Context: an optimization exercise on an open-source flow, tuned for small area and few clock cycles. The choices shown serve that exercise and are no tape-out recipe.
Where RTL was checked, it was by simulation tests only, not by an equivalence proof against the original.
Only the layout flow was run in run 5; the RTL was not checked for function there.
No activity file was given, so power comes from the tool's default toggle rates.

## design/flow/design.v

```verilog
module eland_tx (
    input  wire        clk,
    input  wire        rst,           
    input  wire        start,
    input  wire [10:0] length,        
    input  wire [1:0]  spread,        
    input  wire [6:0]  npre,          
    output wire        start_ready,
    input  wire [7:0]  in_data,
    input  wire        in_valid,
    output wire        in_ready,
    output wire        chip,
    output wire        chip_valid,
    output wire        chip_last,
    input  wire        chip_ready
);
    localparam [31:0] PRE_PAT  = 32'hB856E2D3;
    localparam [63:0] SYNC_PAT = 64'h35CA4FB1D670B94E;
    localparam E_IDLE = 3'd0, E_PRE = 3'd1, E_SYNC = 3'd2, E_PHR = 3'd3, E_PAY = 3'd4;
    reg  [2:0]   est;                    
    wire         cwnext;                 
    wire         xfer;                   
    reg  [767:0] ring;                  
    wire [31:0]  r0 = ring[31:0];        
    wire [31:0]  r1 = ring[63:32];       
    reg  [4:0]   ph;                     
    reg  [3:0]   sv;                     
    wire [23:0]  dec;                    
    reg         ld;                      
    reg  [1:0]  lq;                      
    reg  [4:0]  ls;                      
    reg  [10:0] rlen;                    
    reg         ahead;                   
    reg  [31:0] crc;
    wire [6:0]  lo      = {lq, 4'd0} + {1'b0, lq, 3'd0} + {2'd0, ls};
    wire [7:0]  loff    = {1'b0, lo} + (ahead ? 8'd96 : 8'd0);
    wire [11:0] rem     = {1'b0, rlen} - {4'd0, loff};
    wire        host    = !rem[11] && (rem[10:0] > 11'd4);
    wire        nz      = !rem[11] && (rem[10:0] != 11'd0);
    wire [1:0]  fidx    = 2'd0 - rem[1:0];
    wire [31:0] fcs     = ~crc;
    wire [7:0]  fbyte   = fcs >> {fidx, 3'b000};
    wire [7:0]  ov      = host ? in_data : (nz ? fbyte : 8'd0);
    wire        slot_hit = ld && (ph == ls);
    assign      in_ready = slot_hit && host;
    wire        inj     = slot_hit && (!host || in_valid);
    wire [31:0] crc_next;
    wire [24:0] ct;
    assign ct[7:0] = crc[7:0] ^ in_data;
    assign ct[8] = ct[0] ^ ct[1];
    assign ct[9] = ct[2] ^ ct[3];
    assign ct[10] = ct[4] ^ ct[5];
    assign ct[11] = ct[6] ^ ct[7];
    assign ct[12] = ct[0] ^ ct[6];
    assign ct[13] = ct[1] ^ ct[7];
    assign ct[14] = ct[2] ^ ct[10];
    assign ct[15] = ct[3] ^ ct[4];
    assign ct[16] = ct[5] ^ ct[8];
    assign ct[17] = ct[0] ^ ct[4];
    assign ct[18] = ct[1] ^ ct[2];
    assign ct[19] = ct[1] ^ ct[11];
    assign ct[20] = ct[3] ^ ct[10];
    assign ct[21] = ct[4] ^ ct[8];
    assign ct[22] = ct[5] ^ ct[9];
    assign ct[23] = ct[7] ^ ct[14];
    assign ct[24] = ct[11] ^ ct[15];
    assign crc_next[0] = ct[2] ^ crc[8];
    assign crc_next[1] = ct[0] ^ ct[3] ^ crc[9];
    assign crc_next[2] = ct[21] ^ crc[10];
    assign crc_next[3] = ct[5] ^ ct[18] ^ crc[11];
    assign crc_next[4] = ct[9] ^ ct[12] ^ crc[12];
    assign crc_next[5] = ct[13] ^ ct[15] ^ crc[13];
    assign crc_next[6] = ct[10] ^ crc[14];
    assign crc_next[7] = ct[5] ^ ct[12] ^ crc[15];
    assign crc_next[8] = ct[19] ^ crc[16];
    assign crc_next[9] = ct[7] ^ crc[17];
    assign crc_next[10] = ct[2] ^ crc[18];
    assign crc_next[11] = ct[3] ^ crc[19];
    assign crc_next[12] = ct[17] ^ crc[20];
    assign crc_next[13] = ct[16] ^ crc[21];
    assign crc_next[14] = ct[6] ^ ct[18] ^ crc[22];
    assign crc_next[15] = ct[7] ^ ct[9] ^ crc[23];
    assign crc_next[16] = ct[9] ^ ct[17] ^ crc[24];
    assign crc_next[17] = ct[8] ^ ct[20] ^ crc[25];
    assign crc_next[18] = ct[6] ^ ct[8] ^ ct[14] ^ crc[26];
    assign crc_next[19] = ct[19] ^ ct[22] ^ crc[27];
    assign crc_next[20] = ct[24] ^ crc[28];
    assign crc_next[21] = ct[23] ^ crc[29];
    assign crc_next[22] = ct[6] ^ ct[22] ^ crc[30];
    assign crc_next[23] = ct[24] ^ crc[31];
    assign crc_next[24] = ct[0] ^ ct[23];
    assign crc_next[25] = ct[6] ^ ct[9] ^ ct[16];
    assign crc_next[26] = ct[9] ^ ct[11] ^ ct[21];
    assign crc_next[27] = ct[13] ^ ct[20];
    assign crc_next[28] = ct[10] ^ ct[12];
    assign crc_next[29] = ct[11] ^ ct[16];
    assign crc_next[30] = ct[8] ^ ct[11];
    assign crc_next[31] = ct[13];
    reg         rdy;                     
    wire [4:0]  ccol;                    
    reg         comp;                    
    reg  [1:0]  cblk;                    
    reg         capf;                    
    reg  [23:0] info;                    
    reg  [11:0] acca, accb;              
    reg         accqa, accqb;            
    reg  [23:0] pbuf;                    
    assign      dec = comp ? (24'd1 << ph) : 24'd0;
    wire [11:0] sla, slb;
    wire        sqa, sqb;
    assign sla[0] =
        (dec[0] & r0[13]) |
        (dec[2] & r0[1]) |
        (dec[7] & r0[18]) |
        (dec[13] & r0[2]) |
        (dec[18] & r0[23]) |
        (dec[19] & r0[31]);
    assign slb[0] =
        (dec[3] & r0[18]) |
        (dec[4] & r0[13]) |
        (dec[6] & r0[1]) |
        (dec[9] & r0[2]) |
        (dec[22] & r0[23]) |
        (dec[23] & r0[31]);
    assign sla[1] =
        (dec[0] & r0[3]) |
        (dec[7] & r0[29]) |
        (dec[9] & r0[12]) |
        (dec[13] & r0[16]) |
        (dec[22] & r0[1]);
    assign slb[1] =
        (dec[3] & r0[29]) |
        (dec[4] & r0[3]) |
        (dec[9] & r0[16]) |
        (dec[13] & r0[12]) |
        (dec[18] & r0[1]);
    assign sla[2] =
        (dec[4] & r0[20]) |
        (dec[9] & r0[30]) |
        (dec[11] & r0[3]) |
        (dec[17] & r0[8]) |
        (dec[22] & r0[28]);
    assign slb[2] =
        (dec[0] & r0[20]) |
        (dec[13] & r0[30]) |
        (dec[15] & r0[3]) |
        (dec[18] & r0[28]) |
        (dec[21] & r0[8]);
    assign sla[3] =
        (dec[4] & r0[9]) |
        (dec[5] & r0[5]) |
        (dec[8] & r0[31]) |
        (dec[10] & r0[19]) |
        (dec[23] & r0[20]);
    assign slb[3] =
        (dec[0] & r0[9]) |
        (dec[1] & r0[5]) |
        (dec[12] & r0[31]) |
        (dec[14] & r0[19]) |
        (dec[19] & r0[20]);
    assign sla[4] =
        (dec[4] & r0[30]) |
        (dec[9] & r0[3]) |
        (dec[14] & r0[15]) |
        (dec[16] & r0[26]) |
        (dec[19] & r0[1]);
    assign slb[4] =
        (dec[0] & r0[30]) |
        (dec[10] & r0[15]) |
        (dec[13] & r0[3]) |
        (dec[20] & r0[26]) |
        (dec[23] & r0[1]);
    assign sla[5] =
        (dec[1] & r0[17]) |
        (dec[2] & r0[13]) |
        (dec[3] & r0[5]) |
        (dec[15] & r0[24]) |
        (dec[21] & r0[15]);
    assign slb[5] =
        (dec[5] & r0[17]) |
        (dec[6] & r0[13]) |
        (dec[7] & r0[5]) |
        (dec[11] & r0[24]) |
        (dec[17] & r0[15]);
    assign sla[6] =
        (dec[9] & r0[21]) |
        (dec[11] & r0[14]) |
        (dec[15] & r0[6]) |
        (dec[19] & r0[26]) |
        (dec[21] & r0[20]);
    assign slb[6] =
        (dec[11] & r0[6]) |
        (dec[13] & r0[21]) |
        (dec[15] & r0[14]) |
        (dec[17] & r0[20]) |
        (dec[23] & r0[26]);
    assign sla[7] =
        (dec[3] & r0[24]) |
        (dec[6] & r0[3]) |
        (dec[12] & r0[31]) |
        (dec[16] & r0[6]) |
        (dec[23] & r0[9]);
    assign slb[7] =
        (dec[2] & r0[3]) |
        (dec[7] & r0[24]) |
        (dec[8] & r0[31]) |
        (dec[19] & r0[9]) |
        (dec[20] & r0[6]);
    assign sla[8] =
        (dec[2] & r0[20]) |
        (dec[6] & r0[8]) |
        (dec[12] & r0[3]) |
        (dec[16] & r0[17]) |
        (dec[23] & r0[31]);
    assign slb[8] =
        (dec[2] & r0[8]) |
        (dec[6] & r0[20]) |
        (dec[8] & r0[3]) |
        (dec[19] & r0[31]) |
        (dec[20] & r0[17]);
    assign sla[9] =
        (dec[1] & r0[2]) |
        (dec[11] & r0[4]) |
        (dec[13] & r0[9]) |
        (dec[14] & r0[22]) |
        (dec[18] & r0[8]);
    assign slb[9] =
        (dec[5] & r0[2]) |
        (dec[9] & r0[9]) |
        (dec[10] & r0[22]) |
        (dec[15] & r0[4]) |
        (dec[22] & r0[8]);
    assign sla[10] =
        (dec[0] & r0[28]) |
        (dec[4] & r0[13]) |
        (dec[18] & r0[22]) |
        (dec[21] & r0[30]) |
        (dec[23] & r0[3]);
    assign slb[10] =
        (dec[0] & r0[13]) |
        (dec[4] & r0[28]) |
        (dec[17] & r0[30]) |
        (dec[19] & r0[3]) |
        (dec[22] & r0[22]);
    assign sla[11] =
        (dec[4] & r0[2]) |
        (dec[6] & r0[18]) |
        (dec[8] & r0[8]) |
        (dec[10] & r0[26]) |
        (dec[13] & r0[19]);
    assign slb[11] =
        (dec[0] & r0[2]) |
        (dec[2] & r0[18]) |
        (dec[9] & r0[19]) |
        (dec[12] & r0[8]) |
        (dec[14] & r0[26]);
    assign sqa =
        (dec[0] & (r0[4] ^ r0[14] ^ r0[29])) |
        (dec[1] & (r0[3] ^ r0[18])) |
        (dec[2] & (r0[2] ^ r0[14] ^ r0[21])) |
        (dec[3] & (r0[6] ^ r0[25])) |
        (dec[4] & (r0[3] ^ r0[10] ^ r0[14] ^ r0[21] ^ r0[31])) |
        (dec[5] & r0[6]) |
        (dec[6] & (r0[4] ^ r0[9] ^ r0[19])) |
        (dec[7] & (r0[19] ^ r0[30])) |
        (dec[8] & r0[9]) |
        (dec[9] & (r0[4] ^ r0[13] ^ r0[22] ^ r0[24] ^ r0[31])) |
        (dec[10] & (r0[20] ^ r0[27])) |
        (dec[11] & (r0[4] ^ r0[5] ^ r0[15])) |
        (dec[12] & r0[4]) |
        (dec[13] & (r0[3] ^ r0[10] ^ r0[17] ^ r0[20] ^ r0[24])) |
        (dec[14] & r0[23]) |
        (dec[15] & (r0[7] ^ r0[8] ^ r0[25])) |
        (dec[16] & (r0[7] ^ r0[18] ^ r0[24] ^ r0[27])) |
        (dec[17] & r0[9]) |
        (dec[18] & (r0[9] ^ r0[23])) |
        (dec[19] & (r0[2] ^ r0[16] ^ r0[27])) |
        (dec[20] & r0[24]) |
        (dec[21] & (r0[21] ^ r0[31])) |
        (dec[22] & (r0[2] ^ r0[8] ^ r0[29])) |
        (dec[23] & (r0[4] ^ r0[10] ^ r0[21]));
    assign sqb =
        (dec[0] & (r0[3] ^ r0[10] ^ r0[14] ^ r0[21] ^ r0[31])) |
        (dec[1] & r0[6]) |
        (dec[2] & (r0[4] ^ r0[9] ^ r0[19])) |
        (dec[3] & (r0[19] ^ r0[30])) |
        (dec[4] & (r0[4] ^ r0[14] ^ r0[29])) |
        (dec[5] & (r0[3] ^ r0[18])) |
        (dec[6] & (r0[2] ^ r0[14] ^ r0[21])) |
        (dec[7] & (r0[6] ^ r0[25])) |
        (dec[8] & r0[4]) |
        (dec[9] & (r0[3] ^ r0[10] ^ r0[17] ^ r0[20] ^ r0[24])) |
        (dec[10] & r0[23]) |
        (dec[11] & (r0[7] ^ r0[8] ^ r0[25])) |
        (dec[12] & r0[9]) |
        (dec[13] & (r0[4] ^ r0[13] ^ r0[22] ^ r0[24] ^ r0[31])) |
        (dec[14] & (r0[20] ^ r0[27])) |
        (dec[15] & (r0[4] ^ r0[5] ^ r0[15])) |
        (dec[16] & r0[24]) |
        (dec[17] & (r0[21] ^ r0[31])) |
        (dec[18] & (r0[2] ^ r0[8] ^ r0[29])) |
        (dec[19] & (r0[4] ^ r0[10] ^ r0[21])) |
        (dec[20] & (r0[7] ^ r0[18] ^ r0[24] ^ r0[27])) |
        (dec[21] & r0[9]) |
        (dec[22] & (r0[9] ^ r0[23])) |
        (dec[23] & (r0[2] ^ r0[16] ^ r0[27]));
    wire ldone  = inj && (lq == 2'd3) && (ls == 5'd23);
    wire cstart = (rdy || ldone) && !comp && (!capf || xfer) && (ph[2:0] == 3'd7);
    wire lstart = !ld && (est != E_IDLE) && (rlen > 11'd96) && !ahead && (ph == 5'd23) &&
                  (!rdy || (ccol == 5'd31 && (comp || cstart)));
    reg [31:0] w;
    integer q;
    always @* begin
        for (q = 0; q < 4; q = q + 1) begin
            if (inj && lq == q)
                w[8*q +: 8] = ov;
            else if (comp)
                w[8*q +: 8] = {(ph[2:0] == 3'd7) ? sv[q] : r1[8*q], r0[8*q+1 +: 7]};
            else
                w[8*q +: 8] = r0[8*q +: 8];
        end
    end
    always @(posedge clk) begin
        ring <= {w, ring[767:32]};
        if (ph[2:0] == 3'd0)
            sv <= {r0[24], r0[16], r0[8], r0[0]};
    end
    function automatic [11:0] parity;
        input [11:0] l;
        input        qn;
        integer k;
        reg p0;
        reg [11:0] p;
        begin
            p0   = ^l;
            p[0] = p0;
            p[1] = l[0] ^ qn;
            for (k = 1; k <= 10; k = k + 1)
                p[k+1] = l[k] ^ p[k] ^ ((k == 6) ? p0 : 1'b0);
            parity = p;
        end
    endfunction
    wire [11:0] pa = parity(acca, accqa);
    wire [11:0] pb = parity(accb, accqb);
    reg  [23:0] pnew;
    integer j;
    always @* begin
        for (j = 0; j < 12; j = j + 1) begin
            pnew[2*j]   = pa[j];
            pnew[2*j+1] = pb[j];
        end
    end
    reg [9:0]  cnt;
    reg [6:0]  rep;
    reg [8:0]  pn;
    wire [2:0] srep = cnt[2:0];          
    wire [4:0] erow = cnt[7:3];          
    wire       epar = cnt[8];            
    wire [4:0] ecol = rep[4:0];          
    wire       elast = (rlen <= 11'd96);   
    reg [1:0]  sp_r;
    assign start_ready = (est == E_IDLE);
    wire   accept      = start && start_ready;
    reg [12:0] cmask;
    always @* begin
        case (cnt[7:5])
        3'd0: cmask = 13'h0151;
        3'd1: cmask = 13'h03f2;
        3'd2: cmask = 13'h07b5;
        3'd3: cmask = 13'h0e6a;
        3'd4: cmask = 13'h1cd5;
        3'd5: cmask = 13'h18aa;
        3'd6: cmask = 13'h1054;
        default: cmask = 13'h00a8;
        endcase
    end
    wire [12:0] phr_in  = {sp_r, rlen};    
    wire        crc8bit = ^(phr_in & cmask);
    reg         phr_bit;
    always @* begin
        case (cnt[9:8])
        2'd0:    phr_bit = rlen[cnt[7:5]];
        2'd1:    phr_bit = (cnt[7:5] < 3'd5) ? phr_in[{1'b1, cnt[7:5]}] : 1'b0;
        default: phr_bit = crc8bit;
        endcase
    end
    wire [2:0]  smax    = (3'd1 << sp_r) - 3'd1;
    wire        lastrep = (srep == smax);
    wire [6:0]  rpos    = {erow, 2'b00} + {5'd0, ecol[4:3]};
    wire        row_ok  = {4'd0, rpos} < rlen;
    wire        pay_ok  = epar || (capf && row_ok);
    reg chip_r;
    always @* begin
        case (est)
        E_PRE:   chip_r = PRE_PAT[cnt[4:0]];
        E_SYNC:  chip_r = SYNC_PAT[cnt[5:0]];
        E_PHR:   chip_r = phr_bit ^ pn[0];
        E_PAY:   chip_r = (epar ? pbuf[erow] : info[erow]) ^ pn[0];
        default: chip_r = 1'b0;
        endcase
    end
    assign chip       = chip_r;
    assign chip_valid = (est == E_PRE) || (est == E_SYNC) || (est == E_PHR) ||
                        ((est == E_PAY) && pay_ok);
    assign chip_last  = (est == E_PAY) && epar && (erow == 5'd23) && (ecol == 5'd31) &&
                        elast && lastrep;
    wire   fire       = chip_valid && chip_ready;
    assign xfer       = (est == E_PAY) && !epar && capf &&
                        (!row_ok || (fire && lastrep && erow == 5'd23));
    assign ccol       = (est == E_PAY) ? ecol + {4'd0, epar | xfer} : 5'd0;
    assign cwnext     = (est == E_PAY) && fire && lastrep && epar && (erow == 5'd23) &&
                        (ecol == 5'd31) && !elast;
    integer m;
    always @(posedge clk) begin
        if (rst) begin
            ld   <= 1'b0;
            rdy  <= 1'b0;
            comp <= 1'b0;
            capf <= 1'b0;
            ph   <= 5'd0;
        end else begin
            ph <= (ph == 5'd23) ? 5'd0 : ph + 5'd1;
            if (accept) begin
                rlen   <= length;
                ahead  <= 1'b0;
                crc    <= 32'hFFFFFFFF;
                ld     <= 1'b1;
                lq     <= 2'd0;
                ls     <= 5'd0;
                ph     <= 5'd0;
            end
            if (lstart) begin
                ld     <= 1'b1;
                ahead  <= 1'b1;
                lq     <= 2'd0;
                ls     <= 5'd0;
            end
            if (cwnext) begin
                rlen   <= rlen - 11'd96;
                ahead  <= 1'b0;
            end
            if (inj) begin
                if (host)
                    crc <= crc_next;
                if (ls == 5'd23) begin
                    ls <= 5'd0;
                    lq <= lq + 2'd1;
                    if (lq == 2'd3) begin
                        ld   <= 1'b0;
                        rdy  <= 1'b1;
                    end
                end else begin
                    ls <= ls + 5'd1;
                end
            end
            if (cstart) begin
                comp <= 1'b1;
                cblk <= 2'd0;
            end
            if (comp && ph[2:0] == 3'd7) begin
                cblk <= cblk + 2'd1;
                if (cblk == 2'd2) begin
                    comp <= 1'b0;
                    capf <= 1'b1;
                    if (ccol == 5'd31)
                        rdy <= 1'b0;
                end
            end
            if (xfer)
                capf <= 1'b0;
        end
    end
    wire cfirst = (cblk == 2'd0) && (ph[2:0] == 3'd0);
    always @(posedge clk) begin
        acca  <= ((comp && cfirst) ? 12'd0 : acca) ^ sla;
        accb  <= ((comp && cfirst) ? 12'd0 : accb) ^ slb;
        accqa <= ((comp && cfirst) ? 1'b0 : accqa) ^ sqa;
        accqb <= ((comp && cfirst) ? 1'b0 : accqb) ^ sqb;
        if (comp) begin
            if (ph[1:0] == 2'd0)
                for (m = 0; m < 6; m = m + 1)
                    if (ph[4:2] == m)
                        for (q = 0; q < 4; q = q + 1)
                            info[6*q + m] <= r0[8*q];
        end
        if (xfer)
            pbuf <= pnew;
    end
    always @(posedge clk) begin
        if (rst) begin
            est <= E_IDLE;
        end else begin
            case (est)
            E_IDLE: begin
                if (accept) begin
                    sp_r  <= spread;
                    rep   <= npre;
                    cnt   <= 10'd0;
                    est   <= E_PRE;
                end
            end
            E_PRE: if (fire) begin
                cnt <= cnt + 10'd1;
                if (cnt[4:0] == 5'd31) begin
                    rep <= rep - 7'd1;
                    if (rep == 7'd1) begin
                        est <= E_SYNC;
                        cnt <= 10'd0;
                    end
                end
            end
            E_SYNC: if (fire) begin
                cnt <= cnt + 10'd1;
                if (cnt[5:0] == 6'd63) begin
                    est <= E_PHR;
                    cnt <= 10'd0;
                    pn  <= 9'h1FF;
                end
            end
            E_PHR: if (fire) begin
                cnt <= cnt + 10'd1;
                pn  <= {pn[0] ^ pn[5], pn[8:1]};
                if (cnt == 10'd767) begin
                    est   <= E_PAY;
                    pn    <= 9'h1FF;
                    cnt   <= 10'd0;
                    rep   <= 7'd0;
                end
            end
            E_PAY: begin
                if (xfer)
                    cnt[8:3] <= 6'b100000;
                if (fire) begin
                    pn <= {pn[0] ^ pn[5], pn[8:1]};
                    if (lastrep) begin
                        cnt[2:0] <= 3'd0;
                        if (!xfer) begin
                            if (epar && erow == 5'd23) begin
                                cnt[8:3] <= 6'd0;
                                rep[4:0] <= ecol + 5'd1;
                                if (ecol == 5'd31 && elast)
                                    est <= E_IDLE;
                            end else begin
                                cnt[7:3] <= erow + 5'd1;
                            end
                        end
                    end else begin
                        cnt[2:0] <= srep + 3'd1;
                    end
                end
            end
            default: est <= E_IDLE;
            endcase
        end
    end
endmodule
```

## design/flow/flow/run.sh

```bash
#!/bin/bash
# Standard layout; clock tree synthesis without dummy loads and with larger
# sink clusters; ports buffered with the smallest buffer.
set -euo pipefail
export CTS_ARGS="-sink_clustering_enable -repair_clock_nets -dont_use_dummy_load -buf_list sky130_fd_sc_hd__clkbuf_8 -sink_clustering_size 17 -sink_clustering_max_diameter 80"
export BUFFER_PORTS_ARGS="-inputs -outputs -buffer_cell sky130_fd_sc_hd__buf_1"
bash standard.sh > standard.log 2>&1
```

## design/flow/standard.sh

```bash
#!/bin/bash
# synth_recipe.tcl (not shown) runs the flow's synth.tcl, then flattens the netlist and writes it again
# the make line also repeats each setting of config.mk as NAME=value (left out here)
make -C /OpenROAD-flow-scripts/flow DESIGN_CONFIG=/design/flow/config.mk WORK_HOME=/design/flow/orfs CLKGATE_MAP_FILE= SYNTH_SCRIPT=/design/flow/synth_recipe.tcl "${@:-finish}"
```

## design/flow/config.mk

```make
export PLATFORM = sky130hd
export DESIGN_NAME = eland_tx
export DESIGN_NICKNAME = eland_tx
export VERILOG_FILES = /design/flow/design.v
export SDC_FILE = /design/flow/constraint.sdc
export NUM_CORES = 4
export LEC_CHECK = 0
export CAP_MARGIN = 0
export CORE_MARGIN = 2
export CORE_UTILIZATION = 60
export PLACE_DENSITY = 0.7
export SLEW_MARGIN = 0
```

## design/flow/constraint.sdc

```tcl
create_clock -name core_clock -period 12.0 [get_ports {clk}]
set_input_delay 2.4000 -clock core_clock [delete_from_list [all_inputs] [get_ports {clk}]]
set_output_delay 2.4000 -clock core_clock [all_outputs]
set_load 0.01 [all_outputs]
```

==> results.sh, run 1 <==
export IMPL_wl_per_cell_um=19.4
export IMPL_ys_top_cells_by_area="dfxtp_1 56%, edfxtp_1 14%, xnor2_1 4.7%"
export IMPL_maxSlewHeadroom_pct=16.3
export IMPL_synth_common_cells="806 x dfxtp_1, 155 x xnor2_1, 133 x edfxtp_1, 112 x nand2_1, 111 x nor2_1"
export IMPL_crit_family="adder cells"
export IMPL_irDropWorstVdd_v=0.000136
export IMPL_timing_rr_end="ring[737]"
export IMPL_rr_worst_depth=12
export IMPL_grt_usage_pct=21.9
export IMPL_holdPathEnd="ring[213]"
export IMPL_worstPathRequired_ns=9.60
export IMPL_netlist_instances=2107
export IMPL_worstMarginPinSlew_ns=1.25
export IMPL_path_clk_slew_ns=0.11
export IMPL_insertion_delay_ns=0.69
export IMPL_root_buffer="clkbuf_8"
export IMPL_cap_violations=0
export IMPL_io_buffers=37
export IMPL_hold_depth=0
export IMPL_grt_first_pass_wirelength_mm=84.3
export IMPL_antenna_found_initial=0
export IMPL_nets=2226
export IMPL_max_stage_delay_ns=0.49
export IMPL_place_congestion=0.929
export IMPL_synthArstFlopShare_pct=0
export IMPL_die_area_mm2=0.0496
export IMPL_rsz0062_at_grt="false"
export IMPL_status="timing/DRC/antenna clean"
export IMPL_cts_max_path_buffers=3
export IMPL_grt_pass1_vias=15080
export IMPL_fp_dieH_um=223
export IMPL_crit_buf_inv=2
export IMPL_ys_seq_area_share_pct=70.2
export IMPL_n_antenna_cell=0
export IMPL_cts_sinks=939
export IMPL_setup_viol=0
export IMPL_hp_start="ring[245]"
export IMPL_gr_total_overflow=0
export IMPL_cts_resized=0
export IMPL_critPathArrivalTime_ns=4.74
export IMPL_die_width_um=223
export IMPL_initial_core_util_pct=60.5
export IMPL_synth_top_flop_cell="dfxtp_1"
export IMPL_syn_area_mm2=0.0287
export IMPL_skew_ns=0.122
export IMPL_drc_errors=0
export IMPL_areaGrowthSynthToFinish_pct=5.29
export IMPL_ctsHoldBuffers=0
export IMPL_wl_mm=53.4
export IMPL_whs_ns=0.288
export IMPL_synth_edf_count=133
export IMPL_synth_mux_area_share_pct=5.94
export IMPL_min_path_type="reg -> reg"
export IMPL_cts_buffers=67
export IMPL_rows=80
export IMPL_coreArea_mm2=0.0474
export IMPL_dr_pass1_iters=7
export IMPL_post_cts_setup_buffers=0
export IMPL_crit_chain="ha_1, fa_1, fa_1, inv_1, ha_1, a2111oi_0, a21oi_1, xnor2_1, or4b_4, a21boi_2, and2_1, buf_1"
export IMPL_yosys_area_share_xor_xnor_pct=6.55
export IMPL_synth_nets=2193
export IMPL_leakage_nw=11.4
export IMPL_via_per_inst=5.48
export IMPL_synth_compound_area_share_pct=6.15
export IMPL_ant_nets=0
export IMPL_ys_ff_latch=939
export IMPL_worstReg2RegStart="lq[1]"
export IMPL_fin_crit_sh_pct=59.5
export IMPL_synth_fa_ha_area_share_pct=2.47
export IMPL_place_hpwl_mm=35.4
export IMPL_timing_fmax_mhz=140
export IMPL_drive_gt1_share_pct=7.06
export IMPL_drv_slew=0
export IMPL_crit_fanout=10
export IMPL_synth_cell_types=88
export IMPL_period_needed_ns=7.14
export IMPL_drt_initial_drc_count=1276
export IMPL_yosysMostFrequentCell="dfxtp_1"
export IMPL_crit_type="reg -> out"
export IMPL_dr_total_vias=15087
export IMPL_final_hold_viol_count=0
export IMPL_yosys_area_share_simple_pct=6.52
export IMPL_tns_ns=0
export IMPL_avgSynthCellArea_um2=13.6
export IMPL_grt_max_degree=35
export IMPL_htree_levels=3
export IMPL_yosysTopAreaCell="dfxtp_1"
export IMPL_cts_tree="yes"
export IMPL_slowest_stage="fa_1"
export IMPL_synth_top_family_by_area="XOR/XNOR gates"
export IMPL_io_pin_count=38
export IMPL_endpoint_kind="output pin"
export IMPL_ys_warn_count=1
export IMPL_rrSetupSlack_ns=6.95
export IMPL_synth_top_area_share_pct=56.3
export IMPL_cellPowerDensity_mw_per_mm2=191
export IMPL_cp_start_kind="flip-flop"
[power by group]
part	total (mW)	internal, mW	switching [mW]
logic	1.01	0.454	0.556
clock network	1.37	0.504	0.863
registers	3.38	3.27	0.106
total	5.76	4.23	1.53
[sequential cells by signal (all words and copies together), names as in the netlist, 3 cells and up]
signal and cells:
acca 12, accb 12, cnt 10, crc 32, est 3, info 24
ls 5, pbuf 24, ph 5, pn 9, rep 7, ring 768
rlen 11, sv 4
[routing by layer]
metal / track usage (%) / wire length (um)
met1: 31.2 / 25000
met2: 33.8 / 23900
met3: 3.90 / 2700
met4: 7.79 / 1780
met5: 0 / 0
[how the worst max path moves through the flow]
| stage | from | to | cells after the start |
|---|---|---|---|
| CTS | lq[1] | in_ready | 12 |
| global placement | rlen[2] | in_ready | 15 |
| finish | lq[1] | in_ready | 12 |
| floorplan | rlen[2] | in_ready | 15 |
| detailed placement | lq[1] | in_ready | 12 |
| global route | lq[1] | in_ready | 12 |
[per-stage QoR]
stage | worst slack, ns | total power, mW | area [um2] | std cells | utilization (%)
after floorplan | 5.94 | 4.21 | 28700 | 2107 | -
after global placement | 5.68 | 4.42 | 29300 | 2686 | 61.7
after detailed placement | 5.53 | 4.45 | 29300 | 2686 | 61.7
after CTS | 4.82 | 5.81 | 30200 | 2753 | 63.7
after global routing | 4.49 | 6.03 | 30200 | 2753 | 63.7
final | 4.86 | 5.76 | 30200 | 2753 | 63.7
[cells by family (layout without fill, tap and decap cells)]
group                      Yosys count  count (layout)
xor gates and xnor gates           213             213
adders and majority gates           53              53
muxes                              136             136
AOI/OAI and AO/OA                  240             240
buffers and inverters              141             172
DFF                                939             939
and+or+nand+nor                    385             385
[area by class of cell]
cell class	count	area [um2]
clock buffers	67	922
flip-flops and latches	939	20100
repair buffers	51	244
fillers	3590	17200
multi-input cells	1027	7930
inverters	54	203
well taps	615	769
[cell usage in the layout (no fill, tap or decap), types with 4 or more instances in the layout]
cell type  count
a211oi_1       6
a21oi_1       34
a222oi_1      22
a22oi_1       38
a2bb2oi_1      8
a31oi_1        9
and2_1         8
and2_2         5
and3_1         8
buf_1         37
buf_4         14
clkbuf_8      67
dfxtp_1      805
edfxtp_1     133
fa_1           6
ha_1          47
inv_1         53
mux2_2         6
mux2i_1      102
mux4_2        26
nand2_1      112
nand2b_1      12
nand3_1       36
nand3b_1       4
nand4_1        5
nor2_1       111
nor2b_1       11
nor3_1        22
nor3b_1        9
nor4_1         5
o2111ai_1      5
o211ai_1       9
o21a_1         8
o21ai_0       36
o22ai_1       12
o311ai_0       5
o31ai_1        4
or2_2         14
xnor2_1      155
xor2_1        57
Testbench counts, summed over its fixed seeds: cycles 1,792,826.
==> run 2, diff against run 1 <==
--- a/design/flow/config.mk
+++ b/design/flow/config.mk
@@ -7,2 +7,3 @@
 export LEC_CHECK = 0
+export ABC_AREA = 1
 export CAP_MARGIN = 0
==> run 2 against run 1 <==
  * Register-to-register slack got worse by 0.08 ns
  * Wire length rose by 12%
  * Critical path type unchanged
  * Sequential power barely moved
  * Clock power barely moved
  * Clock skew shrank 0.039 ns
  * Clock-buffer cell count did not move
  * Largest cell class unchanged
  * Power increased by 2.4%
  * Maximum frequency grew 1.8%
==> results.sh, run 2 <==
export IMPL_gr_total_overflow=0
export IMPL_clkPwrFrac_pct=23.3
export IMPL_p_sw_share_pct=29.1
export IMPL_ys_ff_latch=939
export IMPL_cts_resized=0
export IMPL_cts_max_path_buffers=3
export IMPL_fin_crit_sh_pct=58.4
export IMPL_critPathArrivalTime_ns=4.61
export IMPL_min_path_type="reg -> reg"
export IMPL_tns_ns=0
export IMPL_dr_total_vias=16617
export IMPL_rows=79
export IMPL_top_regs="ring: 768 flops, crc: 32 flops"
export IMPL_ys_top_cells_by_area="dfxtp_1 56%, edfxtp_1 14%, nand2_1 3.8%"
export IMPL_topRoutingLayerUsed="met4"
export IMPL_yosysTopAreaCell="dfxtp_1"
export IMPL_place_congestion=0.957
export IMPL_rr_worst_depth=20
export IMPL_drive_gt1_share_pct=5.20
export IMPL_grt_pass1_vias=16762
export IMPL_finalPower_mw=5.90
export IMPL_timing_fmax_mhz=143
export IMPL_crit_type="reg -> out"
export IMPL_rsz0062_at_grt="false"
export IMPL_n_antenna_cell=0
export IMPL_initial_core_util_pct=61.2
export IMPL_path_clk_slew_ns=0.10
export IMPL_place_hpwl_mm=42.1
export IMPL_cts_buffers=67
export IMPL_drt_met1_wl_mm=27.4
export IMPL_cts_sinks=939
export IMPL_drc_errors=0
export IMPL_wl_met3_mm=3.21
export IMPL_worstPathRequired_ns=9.60
export IMPL_synth_common_cells="806 x dfxtp_1, 290 x nand2_1, 228 x inv_1, 150 x nor2_1, 133 x edfxtp_1"
export IMPL_crit_fanout=25
export IMPL_nFillCells=3491
export IMPL_grt_first_pass_wirelength_mm=94.5
export IMPL_insertion_delay_ns=0.66
export IMPL_hold_depth=0
export IMPL_largest_reg_flops=768
export IMPL_drv_slew=0
export IMPL_coreArea_mm2=0.0468
export IMPL_cts_tree="yes"
export IMPL_leakage_nw=12.1
export IMPL_skew_ns=0.0829
export IMPL_htree_levels=3
export IMPL_seq_power_share_pct=57.8
export IMPL_yosysMostFrequentCell="dfxtp_1"
export IMPL_drt_initial_drc_count=1394
export IMPL_areaGrowthSynthToFinish_pct=5.84
export IMPL_nets=2571
export IMPL_largest_register="ring"
export IMPL_dr_pass1_iters=6
export IMPL_die_area_mm2=0.0494
export IMPL_die_width_um=222
export IMPL_irDropWorstVdd_v=0.000152
export IMPL_syn_area_mm2=0.0286
export IMPL_maxSlewHeadroom_pct=20.7
export IMPL_synth_edf_count=133
export IMPL_status="timing/DRC/antenna clean"
export IMPL_endpoint_kind="output pin"
export IMPL_synth_top_flop_cell="dfxtp_1"
export IMPL_post_cts_setup_buffers=0
export IMPL_synth_nets=2510
export IMPL_cp_start_kind="flip-flop"
export IMPL_wl_mm=59.8
export IMPL_ant_nets=0
export IMPL_root_buffer="clkbuf_8"
export IMPL_ctsHoldBuffers=0
export IMPL_ys_warn_count=1
export IMPL_grt_usage_pct=24.8
export IMPL_final_hold_viol_count=0
export IMPL_antenna_found_initial=1
export IMPL_synth_cell_types=61
export IMPL_io_buffers=37
export IMPL_internal_power_mw=4.18
export IMPL_worstMarginPinSlew_ns=1.19
export IMPL_whs_ns=0.251
export IMPL_setup_viol=0
export IMPL_synth_top_area_share_pct=56.4
export IMPL_final_common_cell="dfxtp_1"
export IMPL_io_pin_count=38
export IMPL_routed_wl_met2_mm=27.3
export IMPL_final_cell_mix="805 x dfxtp_1, 290 x nand2_1, 228 x inv_1, 150 x nor2_1, 133 x edfxtp_1"
export IMPL_p_comb_share_pct=18.9
export IMPL_cellPowerDensity_mw_per_mm2=195
export IMPL_grt_max_degree=67
export IMPL_ys_seq_area_share_pct=70.4
export IMPL_netlist_instances=2424
export IMPL_fp_dieH_um=222
export IMPL_avgSynthCellArea_um2=11.8
export IMPL_p_sw_mw=1.71
export IMPL_cap_violations=0
export IMPL_via_per_inst=5.38
export IMPL_synthArstFlopShare_pct=0
export IMPL_period_needed_ns=7.01
export IMPL_wl_per_cell_um=19.4
==> run 2: cell types whose count changed in the layout (fill, tap and decap cells not counted), moves of 51 or more <==
| cell | delta |
|---|---|
| inv_1 | +175 |
| mux2i_1 | -101 |
| nand2_1 | +178 |
| o21ai_0 | +90 |
| xnor2_1 | -82 |
| xor2_1 | +51 |
==> run 2: routing by layer <==
metal  vias up  track usage (%)
li1       8018                -
met1      7945             34.0
met2       538             40.1
met3       116             3.50
met4         0             9.66
met5         -                0
==> run 2: cell type report <==
class / instances / area, um2 / share of cell area [%]
Clock buffer: 67 / 922 / 3.05
Inverter: 242 / 911 / 3.01
Multi-Input combinational cell: 1188 / 7320 / 24.2
Sequential cell: 939 / 20100 / 66.5
Tap cell: 607 / 759 / 2.51
Timing Repair Buffer: 47 / 214 / 0.707
==> run 2: path summary, 6_finish.rpt <==
path | startpoint | endpoint | slack, ns
hold / removal | ring[518] | ring[486] | 0.25
hold reg to reg | ring[518] | ring[486] | 0.25
setup / recovery | rlen[2] | in_ready | 4.99
setup reg to reg | cnt[8] | ls[1] | 6.87
==> run 2: logic make-up (layout without fill, tap and decap cells) <==
group	after synthesis	count (layout)	synth area share (%)
DFF	939	939	70.4
adders and majority gates	53	53	2.48
AOI/OAI and AO/OA	381	381	8.34
xor gates and xnor gates	203	203	6.80
muxes	1	1	0.0350
and+or+nand+nor	550	550	7.94
buffers and inverters	297	356	4.00
==> run 2: per-stage QoR <==
stage	area [um2]	utilization, %	setup WS, ns	cells
global route	30300	64.7	4.57	3090
detailed placement	29300	62.8	5.63	3023
global placement	29300	62.8	5.68	3023
CTS	30300	64.7	4.91	3090
finish	30300	64.7	4.99	3090
floorplan	28600	-	6.48	2424
==> run 2: worst max-delay path, stage by stage, from the launching register on <==
cell and delay [ns]:
edfxtp_1 0.48, inv_1 0.21, ha_1 0.27, xor2_1 0.16, xor2_1 0.21, inv_1 0.07
ha_1 0.28, or2_2 0.29, nand2_1 0.64, ha_1 0.27, inv_1 0.04, nor2_1 0.10
nand3_1 0.10, nand2_1 0.07, nand3_1 0.10, nand2_2 0.27, inv_1 0.09, nand2_2 0.16
inv_1 0.06, buf_1 0.12
==> run 2: power by group through the flow <==
stage	registers [mW]	clock network [mW]	logic [mW]
6_report	3.41	1.37	1.12
3_5_place_dp	3.48	0	1.10
4_1_cts	3.41	1.42	1.11
2_1_floorplan	3.42	0	0.851
3_3_place_gp	3.48	0	1.09
5_1_grt	3.42	1.52	1.26
==> run 3, diff against run 2 <==
==> design/flow/flow/run.sh (replaced) <==
#!/bin/bash
# Standard layout; clock tree synthesis without dummy loads and with larger
# sink clusters; ports buffered with the smallest buffer.
set -euo pipefail
export CTS_ARGS="-sink_clustering_enable -repair_clock_nets -dont_use_dummy_load -buf_list sky130_fd_sc_hd__clkbuf_8 -sink_clustering_size 16 -sink_clustering_max_diameter 70"
export BUFFER_PORTS_ARGS="-inputs -outputs -buffer_cell sky130_fd_sc_hd__buf_1"
bash standard.sh > standard.log 2>&1
--- a/design/flow/config.mk
+++ b/design/flow/config.mk
@@ -7,3 +7,2 @@
 export LEC_CHECK = 0
-export ABC_AREA = 1
 export CAP_MARGIN = 0
==> run 3 against run 2 <==
  * Still clean on timing, DRC and antenna
  * Clock skew rose by 0.015 ns
  * Register-to-register slack improved by 0.12 ns
  * Power fell by 1.9%
  * Cell count fell by 11%
  * Critical path type unchanged
  * Largest power group unchanged
  * Highest routed layer unchanged
==> results.sh, run 3 <==
export IMPL_status="timing/DRC/antenna clean"
export IMPL_htree_levels=3
export IMPL_crit_fanout=10
export IMPL_insertion_delay_ns=0.68
export IMPL_grt_first_pass_wirelength_mm=84.5
export IMPL_cts_buffers=71
export IMPL_synth_mux_area_share_pct=5.94
export IMPL_rows=80
export IMPL_drive_gt1_share_pct=7.24
export IMPL_synthArstFlopShare_pct=0
export IMPL_critPathArrivalTime_ns=4.70
export IMPL_synth_cell_types=88
export IMPL_leakage_nw=11.4
export IMPL_io_pin_count=38
export IMPL_areaGrowthSynthToFinish_pct=5.49
export IMPL_ctsHoldBuffers=0
export IMPL_die_width_um=223
export IMPL_die_area_mm2=0.0496
export IMPL_coreArea_mm2=0.0474
export IMPL_top_regs="ring: 768 flops, crc: 32 flops"
export IMPL_worstReg2RegStart="ls[4]"
export IMPL_rr_worst_depth=12
export IMPL_p_sw_mw=1.53
export IMPL_cts_max_path_buffers=3
export IMPL_yosysTopAreaCell="dfxtp_1"
export IMPL_tns_ns=0
export IMPL_gr_total_overflow=0
export IMPL_synth_fa_ha_area_share_pct=2.47
export IMPL_min_path_type="reg -> reg"
export IMPL_place_hpwl_mm=35.4
export IMPL_cts_resized=0
export IMPL_synth_top_area_share_pct=56.3
export IMPL_grt_usage_pct=21.9
export IMPL_wl_mm=53.5
export IMPL_path_clk_slew_ns=0.09
export IMPL_post_cts_setup_buffers=0
export IMPL_worstMarginPinSlew_ns=1.25
export IMPL_initial_core_util_pct=60.5
export IMPL_p_sw_share_pct=26.4
export IMPL_irDropWorstVdd_v=0.000158
export IMPL_worstPathRequired_ns=9.60
export IMPL_final_hold_viol_count=0
export IMPL_clkPwrFrac_pct=24.2
export IMPL_cts_sinks=939
export IMPL_period_needed_ns=7.10
export IMPL_max_stage_delay_ns=0.54
export IMPL_root_buffer="clkbuf_8"
export IMPL_netlist_instances=2107
export IMPL_synth_common_cells="806 x dfxtp_1, 155 x xnor2_1, 133 x edfxtp_1, 112 x nand2_1, 111 x nor2_1"
export IMPL_nets=2230
export IMPL_synth_nets=2193
export IMPL_synth_edf_count=133
export IMPL_fp_dieH_um=223
export IMPL_cts_tree="yes"
export IMPL_slowest_stage="or4b_4"
export IMPL_ys_top_cells_by_area="dfxtp_1 56%, edfxtp_1 14%, xnor2_1 4.7%"
export IMPL_via_per_inst=5.48
export IMPL_place_congestion=0.929
export IMPL_largest_register="ring"
export IMPL_crit_chain="ha_1, fa_1, fa_1, inv_1, ha_1, a2111oi_0, a21oi_1, xnor2_1, or4b_4, a21boi_2, and2_1, buf_1"
export IMPL_timing_fmax_mhz=141
export IMPL_syn_area_mm2=0.0287
export IMPL_synth_top_family_by_area="XOR/XNOR gates"
export IMPL_timing_rr_end="ring[737]"
export IMPL_startpoint="ls[4]"
export IMPL_cp_start_kind="flip-flop"
export IMPL_drc_errors=0
export IMPL_yosys_area_share_simple_pct=6.52
export IMPL_crit_type="reg -> out"
export IMPL_final_cell_mix="805 x dfxtp_1, 155 x xnor2_1, 133 x edfxtp_1, 112 x nand2_1, 111 x nor2_1"
export IMPL_cellPowerDensity_mw_per_mm2=191
export IMPL_yosysMostFrequentCell="dfxtp_1"
export IMPL_ant_nets=0
export IMPL_nFillCells=3597
export IMPL_drv_slew=0
export IMPL_wl_per_cell_um=19.4
export IMPL_drt_initial_drc_count=1365
export IMPL_synth_top_flop_cell="dfxtp_1"
export IMPL_ys_ff_latch=939
export IMPL_antenna_found_initial=0
export IMPL_maxSlewHeadroom_pct=16.1
export IMPL_instances_no_fill=2758
export IMPL_avgSynthCellArea_um2=13.6
export IMPL_cap_violations=0
export IMPL_grt_pass1_vias=15116
export IMPL_yosys_area_share_xor_xnor_pct=6.55
export IMPL_fin_crit_sh_pct=59.2
export IMPL_ys_warn_count=1
export IMPL_synth_compound_area_share_pct=6.15
export IMPL_final_common_cell="dfxtp_1"
export IMPL_rrSetupSlack_ns=6.99
export IMPL_p_comb_share_pct=17.4
export IMPL_rsz0062_at_grt="false"
export IMPL_seq_power_share_pct=58.4
export IMPL_largest_reg_flops=768
export IMPL_io_buffers=37
export IMPL_ys_seq_area_share_pct=70.2
export IMPL_dr_total_vias=15116
export IMPL_post_place_cells=2686
export IMPL_skew_ns=0.0983
export IMPL_internal_power_mw=4.26
export IMPL_endpoint_kind="output pin"
export IMPL_dr_pass1_iters=7
export IMPL_finalPower_mw=5.79
export IMPL_grt_max_degree=35
export IMPL_setup_viol=0
export IMPL_crit_end="in_ready"
## run 3: changes by cell type after synthesis, moves of 32 or more
cell	change
o21ai_0	-90
a22oi_1	+32
mux2i_1	+101
inv_1	-175
o211ai_1	-40
xnor2_1	+82
nor2_1	-39
nand2_1	-178
xor2_1	-51
## run 3: how the worst min path moves through the flow
stage                   start   endpoint  slack [ns]  cells after the start
global placement    ring[294]  ring[262]        0.31                      0
floorplan           ring[132]  ring[100]        0.31                      0
global route        ring[476]  ring[444]        0.30                      0
finish              ring[476]  ring[444]        0.29                      0
CTS                 ring[476]  ring[444]        0.28                      0
detailed placement   ring[55]   ring[23]        0.31                      0
## run 3: layer usage
layer / wire [um] / part of all wire [%] / GRT usage, % / vias to the layer above
li1: - / - / - / 7253
met5: 0 / 0 / 0 / -
met4: 1580 / 2.9 / 7.84 / 0
met2: 24100 / 45 / 33.9 / 420
met3: 2730 / 5.1 / 4.03 / 101
met1: 25100 / 47 / 31.2 / 7342
## run 3: worst max-delay path: cells and delay by family, from the launching register on
family          cells  cell delay [ns]
fa+ha+maj           4             1.62
buf+inv             2             0.16
xor+xnor            1             0.18
flops               1             0.48
compound gates      3             0.90
simple gates        2             0.74
## run 3: cells by family after synthesis
kind of cell    Yosys count
xor+xnor                213
mux                     136
compound gates          240
fa+ha+maj                53
simple gates            385
flops                   939
buf+inv                 141
## run 3: stage by stage
step / utilization, % / hold WS [ns] / area [um2] / setup WS (ns)
3_3_place_gp: 61.7 / 0.309 / 29300 / 5.68
4_1_cts: 63.8 / 0.283 / 30300 / 4.81
5_1_grt: 63.8 / 0.297 / 30300 / 4.51
6_report: 63.8 / 0.292 / 30300 / 4.90
2_1_floorplan: - / 0.310 / 28700 / 5.94
3_5_place_dp: 61.7 / 0.312 / 29300 / 5.53
## run 3: power by group through the flow
stage	Sequential (mW)	Clock, mW	Combinational [mW]
4_1_cts	3.38	1.46	1.01
6_report	3.38	1.40	1.01
2_1_floorplan	3.39	0	0.821
3_5_place_dp	3.45	0	1.00
3_3_place_gp	3.45	0	0.977
5_1_grt	3.39	1.56	1.11
## run 3: final cells by class
cell class,instances,area (um2),share of cell area (%)
diodes,1,2.50,0.00827
clock buffers,71,977,3.23
inverters,54,203,0.670
multi-input cells,1027,7930,26.2
flip-flops and latches,939,20100,66.5
well taps,615,769,2.54
repair buffers,51,244,0.806
==> run 4, diff against run 3 <==
==> design/flow/flow/run.sh (replaced) <==
#!/bin/bash
# Standard layout; clock tree synthesis without dummy loads and with larger
# sink clusters; ports buffered with the smallest buffer.
set -euo pipefail
export CTS_ARGS="-sink_clustering_enable -repair_clock_nets -dont_use_dummy_load -buf_list sky130_fd_sc_hd__clkbuf_8 -sink_clustering_size 21 -sink_clustering_max_diameter 60"
export BUFFER_PORTS_ARGS="-inputs -outputs -buffer_cell sky130_fd_sc_hd__buf_1"
bash standard.sh > standard.log 2>&1
==> run 4 against run 3 <==
  * First-iteration DRC count about the same
  * Register-to-register slack about the same
  * Utilization is 0.44 points lower
  * Non-clock buffer count stayed put
  * Clock skew fell by 0.020 ns
  * Maximum frequency is 0.39% lower
  * Cell count fell by 0.58%
  * Critical endpoint unchanged
  * Clock power fell by about 10%
  * Sequential power about the same
  * Hold slack lost 0.038 ns
  * Worst setup slack worse by 0.028 ns
==> results.sh, run 4 <==
export IMPL_htree_levels=2
export IMPL_timing_rr_end="ring[750]"
export IMPL_coreArea_mm2=0.0474
export IMPL_hold_depth=0
export IMPL_setup_viol=0
export IMPL_critPathArrivalTime_ns=4.73
export IMPL_die_width_um=223
export IMPL_status="timing/DRC/antenna clean"
export IMPL_post_cts_setup_buffers=0
export IMPL_syn_area_mm2=0.0287
export IMPL_cts_sinks=939
export IMPL_ant_nets=0
export IMPL_hp_start="ring[585]"
export IMPL_period_needed_ns=7.13
export IMPL_seq_power_share_pct=59.9
export IMPL_final_hold_viol_count=0
export IMPL_fin_crit_sh_pct=59.4
export IMPL_path_clk_slew_ns=0.11
export IMPL_via_per_inst=5.48
export IMPL_synth_edf_count=133
export IMPL_whs_ns=0.255
export IMPL_gr_total_overflow=0
export IMPL_skew_ns=0.0780
export IMPL_crit_type="reg -> out"
export IMPL_leakage_nw=11.3
export IMPL_cts_max_path_buffers=3
export IMPL_io_pin_count=38
export IMPL_synth_nets=2193
export IMPL_yosys_area_share_simple_pct=6.52
export IMPL_grt_max_degree=35
export IMPL_synth_top_flop_cell="dfxtp_1"
export IMPL_post_place_ws_ns=5.53
export IMPL_ys_top_cells_by_area="dfxtp_1 56%, edfxtp_1 14%, xnor2_1 4.7%"
export IMPL_crit_buf_inv=2
export IMPL_ys_seq_area_share_pct=70.2
export IMPL_holdPathEnd="ring[553]"
export IMPL_rows=80
export IMPL_worstReg2RegStart="ls[4]"
export IMPL_final_cell_mix="805 x dfxtp_1, 155 x xnor2_1, 133 x edfxtp_1, 112 x nand2_1, 111 x nor2_1"
export IMPL_max_stage_delay_ns=0.54
export IMPL_synth_top_family_by_area="XOR/XNOR gates"
export IMPL_die_area_mm2=0.0496
export IMPL_drt_initial_drc_count=1364
export IMPL_dr_total_vias=15026
export IMPL_synth_compound_area_share_pct=6.15
export IMPL_endpoint_kind="output pin"
export IMPL_ctsHoldBuffers=0
export IMPL_p_sw_mw=1.50
export IMPL_antenna_found_initial=0
export IMPL_place_congestion=0.929
export IMPL_top_regs="ring: 768 flops, crc: 32 flops"
export IMPL_drv_slew=0
export IMPL_initial_core_util_pct=60.5
export IMPL_yosysMostFrequentCell="dfxtp_1"
export IMPL_grt_pass1_vias=14915
export IMPL_cts_buffers=56
export IMPL_dr_pass1_iters=7
export IMPL_slowest_stage="or4b_4"
export IMPL_largest_register="ring"
export IMPL_crit_fanout=10
export IMPL_cp_start_kind="flip-flop"
export IMPL_drc_errors=0
export IMPL_cts_resized=0
export IMPL_cellPowerDensity_mw_per_mm2=188
export IMPL_nets=2215
export IMPL_synth_fa_ha_area_share_pct=2.47
export IMPL_worstMarginPinSlew_ns=1.23
export IMPL_avgSynthCellArea_um2=13.6
export IMPL_internal_power_mw=4.15
export IMPL_crit_chain="ha_1, fa_1, fa_1, inv_1, ha_1, a2111oi_0, a21oi_1, xnor2_1, or4b_4, a21boi_2, and2_1, buf_1"
export IMPL_yosysTopAreaCell="dfxtp_1"
export IMPL_insertion_delay_ns=0.68
export IMPL_n_antenna_cell=0
export IMPL_synth_common_cells="806 x dfxtp_1, 155 x xnor2_1, 133 x edfxtp_1, 112 x nand2_1, 111 x nor2_1"
export IMPL_rrSetupSlack_ns=6.99
export IMPL_crit_family="adder cells"
export IMPL_min_path_type="reg -> reg"
export IMPL_timing_fmax_mhz=140
export IMPL_yosys_area_share_xor_xnor_pct=6.55
export IMPL_place_hpwl_mm=35.4
export IMPL_grt_first_pass_wirelength_mm=83.5
export IMPL_tns_ns=0
export IMPL_rsz0062_at_grt="false"
export IMPL_rr_worst_depth=12
export IMPL_grt_usage_pct=21.5
export IMPL_nFillCells=3614
export IMPL_wl_mm=52.9
export IMPL_p_comb_share_pct=17.8
export IMPL_synthArstFlopShare_pct=0
export IMPL_io_buffers=37
export IMPL_ys_ff_latch=939
export IMPL_wl_per_cell_um=19.3
export IMPL_fin_ws_ns=4.87
export IMPL_final_common_cell="dfxtp_1"
export IMPL_cap_violations=0
export IMPL_synth_cell_types=88
export IMPL_synth_top_area_share_pct=56.3
export IMPL_netlist_instances=2107
export IMPL_areaGrowthSynthToFinish_pct=4.76
export IMPL_synth_mux_area_share_pct=5.94
export IMPL_maxSlewHeadroom_pct=17.5
export IMPL_drive_gt1_share_pct=6.58
export IMPL_fp_dieH_um=223
export IMPL_clkPwrFrac_pct=22.3
export IMPL_startpoint="ls[4]"
export IMPL_finalPower_mw=5.64
export IMPL_worstPathRequired_ns=9.60
export IMPL_irDropWorstVdd_v=0.000137
export IMPL_ys_warn_count=1
export IMPL_p_sw_share_pct=26.5
export IMPL_root_buffer="clkbuf_8"
export IMPL_cts_tree="yes"
export IMPL_largest_reg_flops=768
## run 4: how the worst max path moves through the flow
| stage | to | slack, ns | depth (start not counted) |
|---|---|---|---|
| floorplan | in_ready | 5.94 | 15 |
| global placement | in_ready | 5.68 | 15 |
| detailed placement | in_ready | 5.53 | 12 |
| CTS | in_ready | 4.79 | 12 |
| global route | in_ready | 4.50 | 12 |
| finish | in_ready | 4.87 | 12 |
## run 4: cell families (layout without fill, tap and decap cells)
family	Yosys count	count (layout)
and+or+nand+nor	385	385
muxes	136	136
xor gates and xnor gates	213	213
buffers and inverters	141	161
DFF	939	939
adders and majority gates	53	53
AOI/OAI and AO/OA	240	240
## run 4: final cells by class
type	count	area (um2)	area share, %
Clock buffer	56	771	2.56
Inverter	54	203	0.675
Multi-Input combinational cell	1027	7930	26.4
Sequential cell	939	20100	67.0
Tap cell	615	769	2.56
Timing Repair Buffer	51	244	0.812
## run 4: routing by layer
metal | GRT usage (%) | routed length, um
met1 | 30.8 | 24800
met2 | 33.7 | 23900
met3 | 3.16 | 2530
met4 | 7.69 | 1630
met5 | 0 | 0
## run 4: power by group through the flow
stage                     combinational, mW  sequential [mW]  clock [mW]
after floorplan                       0.821             3.39           0
after global placement                0.977             3.45           0
after detailed placement               1.00             3.45           0
after CTS                              1.01             3.38        1.31
after global routing                   1.11             3.39        1.41
final                                  1.01             3.38        1.26
## run 4: metrics by stage
step	cell area, um2	util, %	std cells
after global routing	30100	63.3	2742
after detailed placement	29300	61.7	2686
after floorplan	28700	-	2107
after CTS	30100	63.3	2742
final	30100	63.3	2742
after global placement	29300	61.7	2686
==> run 5, diff against run 4 <==
--- a/design/flow/design.v
+++ b/design/flow/design.v
@@ -39,5 +39,3 @@
     wire        nz      = !rem[11] && (rem[10:0] != 11'd0);
-    wire [1:0]  fidx    = 2'd0 - rem[1:0];
-    wire [31:0] fcs     = ~crc;
-    wire [7:0]  fbyte   = fcs >> {fidx, 3'b000};
+    wire [7:0]  fbyte   = ~crc[7:0];
     wire [7:0]  ov      = host ? in_data : (nz ? fbyte : 8'd0);
@@ -48,3 +46,3 @@
     wire [24:0] ct;
-    assign ct[7:0] = crc[7:0] ^ in_data;
+    assign ct[7:0] = {8{host}} & (crc[7:0] ^ in_data);
     assign ct[8] = ct[0] ^ ct[1];
@@ -442,3 +440,3 @@
             if (inj) begin
-                if (host)
+                if (nz)
                     crc <= crc_next;
==> design/flow/flow/run.sh (replaced) <==
#!/bin/bash
# Standard layout; clock tree synthesis without dummy loads and with larger
# sink clusters; ports buffered with the smallest buffer.
set -euo pipefail
export CTS_ARGS="-sink_clustering_enable -repair_clock_nets -dont_use_dummy_load -buf_list sky130_fd_sc_hd__clkbuf_8 -sink_clustering_size 19 -sink_clustering_max_diameter 70"
export BUFFER_PORTS_ARGS="-inputs -outputs -buffer_cell sky130_fd_sc_hd__buf_1"
bash standard.sh > standard.log 2>&1
==> run 5 against run 4 <==
  * Maximum frequency decreased by 9.0%
  * Utilization increased by 0.38 points
  * Critical path depth increased by 1
  * Worst setup slack got worse by 0.71 ns
  * Highest routed layer unchanged
  * Still clean on timing, DRC and antenna
  * Register-to-register slack got worse by 0.83 ns
  * Critical endpoint unchanged
  * Cell area increased by 0.81%
  * Combinational power decreased by 9.8%
  * Clock power about the same
  * Non-clock buffer count increased by 9
  * First-iteration DRC count decreased by 7.8%
  * Hold slack improved by 0.033 ns
  * Via count increased by 2.2%
  * Largest cell class unchanged
  * Largest power group unchanged
==> results.sh, run 5 <==
export IMPL_status="timing/DRC/antenna clean"
export IMPL_gr_total_overflow=0
export IMPL_tns_ns=0
export IMPL_leakage_nw=11.8
export IMPL_dr_total_vias=15358
export IMPL_fin_crit_sh_pct=65.3
export IMPL_fin_util_pct=63.7
export IMPL_maxSlewHeadroom_pct=23.6
export IMPL_synth_edf_count=133
export IMPL_drv_slew=0
export IMPL_drive_gt1_share_pct=6.10
export IMPL_die_width_um=223
export IMPL_netlist_instances=2195
export IMPL_rr_worst_depth=14
export IMPL_dr_pass1_iters=8
export IMPL_rows=80
export IMPL_root_buffer="clkbuf_8"
export IMPL_io_pin_count=38
export IMPL_cp_start_kind="flip-flop"
export IMPL_largest_reg_flops=768
export IMPL_min_path_type="reg -> reg"
export IMPL_wl_mm=53.8
export IMPL_cellPowerDensity_mw_per_mm2=184
export IMPL_place_congestion=0.918
export IMPL_worstMarginPinSlew_ns=1.15
export IMPL_hp_start="ring[617]"
export IMPL_avgSynthCellArea_um2=13.1
export IMPL_ys_ff_latch=939
export IMPL_n_antenna_cell=0
export IMPL_cts_sinks=939
export IMPL_synthArstFlopShare_pct=0
export IMPL_final_cell_mix="805 x dfxtp_1, 133 x edfxtp_1, 132 x xnor2_1, 126 x nand2_1, 122 x nor2_1"
export IMPL_yosysMostFrequentCell="dfxtp_1"
export IMPL_initial_core_util_pct=60.6
export IMPL_grt_first_pass_wirelength_mm=83.6
export IMPL_coreArea_mm2=0.0475
export IMPL_yosysTopAreaCell="dfxtp_1"
export IMPL_nFillCells=3606
export IMPL_grt_max_degree=34
export IMPL_setup_viol=0
export IMPL_ys_warn_count=1
export IMPL_instances_no_fill=2827
export IMPL_via_per_inst=5.43
export IMPL_crit_type="reg -> out"
export IMPL_final_hold_viol_count=0
export IMPL_timing_rr_end="ring[762]"
export IMPL_ys_top_cells_by_area="dfxtp_1 56%, edfxtp_1 14%, xnor2_1 4.0%"
export IMPL_grt_usage_pct=21.6
export IMPL_insertion_delay_ns=0.70
export IMPL_ant_nets=0
export IMPL_skew_ns=0.0781
export IMPL_synth_nets=2280
export IMPL_htree_levels=2
export IMPL_endpoint_kind="output pin"
export IMPL_rsz0062_at_grt="false"
export IMPL_drt_initial_drc_count=1258
export IMPL_hold_depth=0
export IMPL_final_area_mm2=0.0303
export IMPL_multi_input_area_mm2=0.00802
export IMPL_irDropWorstVdd_v=0.000194
export IMPL_synth_top_area_share_pct=56.0
export IMPL_post_place_cells=2767
export IMPL_cts_buffers=60
export IMPL_synth_common_cells="806 x dfxtp_1, 133 x edfxtp_1, 132 x xnor2_1, 126 x nand2_1, 122 x nor2_1"
export IMPL_rrSetupSlack_ns=6.16
export IMPL_worstReg2RegStart="lq[1]"
export IMPL_worstPathRequired_ns=9.60
export IMPL_syn_area_mm2=0.0288
export IMPL_drc_errors=0
export IMPL_antenna_found_initial=0
export IMPL_path_clk_slew_ns=0.11
export IMPL_areaGrowthSynthToFinish_pct=5.13
export IMPL_synth_top_flop_cell="dfxtp_1"
export IMPL_final_common_cell="dfxtp_1"
export IMPL_cts_resized=0
export IMPL_top_regs="ring: 768 flops, crc: 32 flops"
export IMPL_critPathArrivalTime_ns=5.44
export IMPL_largest_register="ring"
export IMPL_nets=2299
export IMPL_synth_cell_types=84
export IMPL_io_buffers=37
export IMPL_wl_per_cell_um=19.0
export IMPL_place_area_mm2=0.0295
export IMPL_die_area_mm2=0.0498
export IMPL_cts_max_path_buffers=3
export IMPL_timing_fmax_mhz=128
export IMPL_place_hpwl_mm=36.2
export IMPL_post_cts_setup_buffers=0
export IMPL_period_needed_ns=7.84
export IMPL_ctsHoldBuffers=0
export IMPL_crit_fanout=24
export IMPL_cap_violations=0
export IMPL_ff_latch_area_mm2=0.0201
export IMPL_finalPower_mw=5.59
export IMPL_fp_dieH_um=223
export IMPL_cts_tree="yes"
export IMPL_grt_pass1_vias=15092
export IMPL_holdPathEnd="ring[585]"
export IMPL_ys_seq_area_share_pct=69.9
-- run 5: cell count changes in the layout (fill, tap and decap cells not counted), sizes merged, moves of 6 or more --
cell / delta
o21ai: +32
xnor2: -23
xor2: +20
nand2: +13
nor2: +12
a21oi: +10
buf: +9
inv: +9
mux4: -9
a31oi: +7
and2: +7
a22oi: -6
nand3: -6
-- run 5: layout make-up --
cell class | instances | area share [%]
sequential | 939 | 66.5
timing repair buffer | 60 | 1.03
tap | 615 | 2.54
multi-input combinational | 1091 | 26.5
clock buffer | 60 | 2.73
inverter | 62 | 0.768
-- run 5: worst max-delay path, stage by stage (launching register included) --
cell       delay [ns]
edfxtp_1         0.50
ha_1             0.36
fa_1             0.44
fa_1             0.49
inv_1            0.04
ha_1             0.37
a21o_1           0.24
a21o_1           0.23
a2111oi_0        0.52
xnor2_1          0.19
nand3b_1         0.53
o21ba_2          0.55
and2_1           0.18
buf_1            0.12
-- run 5: worst max path at each step --
| stage | from | end | slack (ns) | cells past startpoint |
|---|---|---|---|---|
| 2_1_floorplan | lq[1] | in_ready | 5.63 | 14 |
| 6_report | lq[1] | in_ready | 4.16 | 13 |
| 3_3_place_gp | lq[1] | in_ready | 4.98 | 13 |
| 3_5_place_dp | lq[1] | in_ready | 4.87 | 13 |
| 4_1_cts | lq[1] | in_ready | 4.11 | 13 |
| 5_1_grt | lq[1] | in_ready | 3.82 | 13 |
-- run 5: metal layers --
metal	vias up	track usage (%)	wire, um	part of all wire, %
met5	-	0	0	0
met4	0	7.10	1500	2.8
met3	101	3.57	2620	4.9
met2	386	34.1	24400	45
met1	7392	30.7	25300	47
li1	7479	-	-	-
-- run 5: report_power, final --
| part | total, mW | internal (mW) | switching (mW) |
|---|---|---|---|
| clock network | 1.29 | 0.447 | 0.843 |
| registers | 3.39 | 3.27 | 0.111 |
| logic | 0.911 | 0.379 | 0.532 |
| total | 5.59 | 4.10 | 1.49 |
-- run 5: stage by stage --
step | setup WS [ns] | hold WS (ns)
after detailed placement | 4.87 | 0.312
final | 4.16 | 0.288
after floorplan | 5.63 | 0.310
after global placement | 4.98 | 0.310
after CTS | 4.11 | 0.286
after global routing | 3.82 | 0.287
-- run 5: logic make-up (layout without fill, tap and decap cells) --
group                      after synthesis  count (layout)  share of synthesized area [%]
AOI/OAI and AO/OA                      285             285                           6.92
muxes                                  123             123                           5.03
buffers and inverters                  165             182                           2.31
adders and majority gates               52              52                           2.39
DFF                                    939             939                           69.9
xor gates and xnor gates               210             210                           6.43
and+or+nand+nor                        421             421                           7.06

## afterwards: timing with drivers on the ports
No port has a modelled driver above. Below, the same layouts with a new extraction and two added sets of constraints. Step 1 sets driving cells, clkbuf_16 on the clock port and buf_2 on the other inputs (assumed; they add their load-dependent delay and slew). Step 2 also shifts input and output timing later by t, the mid clock arrival at the registers, as if the neighbouring blocks saw the same clock. Slacks: ideal / step 1 / step 2; pairs: ideal / step 1.
| run | t, ns | slack for setup (ns) | slew at the worst register clock pin (ns) |
|---|---|---|---|
| run 1 | 0.684 | 4.861 / 4.807 / 5.491 | 0.11 / 0.11 |
| run 2 | 0.679 | 4.990 / 4.936 / 5.615 | 0.12 / 0.12 |
| run 3 | 0.685 | 4.900 / 4.846 / 5.531 | 0.10 / 0.10 |
| run 4 | 0.694 | 4.872 / 4.816 / 5.510 | 0.12 / 0.12 |
| run 5 | 0.715 | 4.163 / 4.108 / 4.822 | 0.11 / 0.11 |
After both steps every run listed still meets setup and hold.
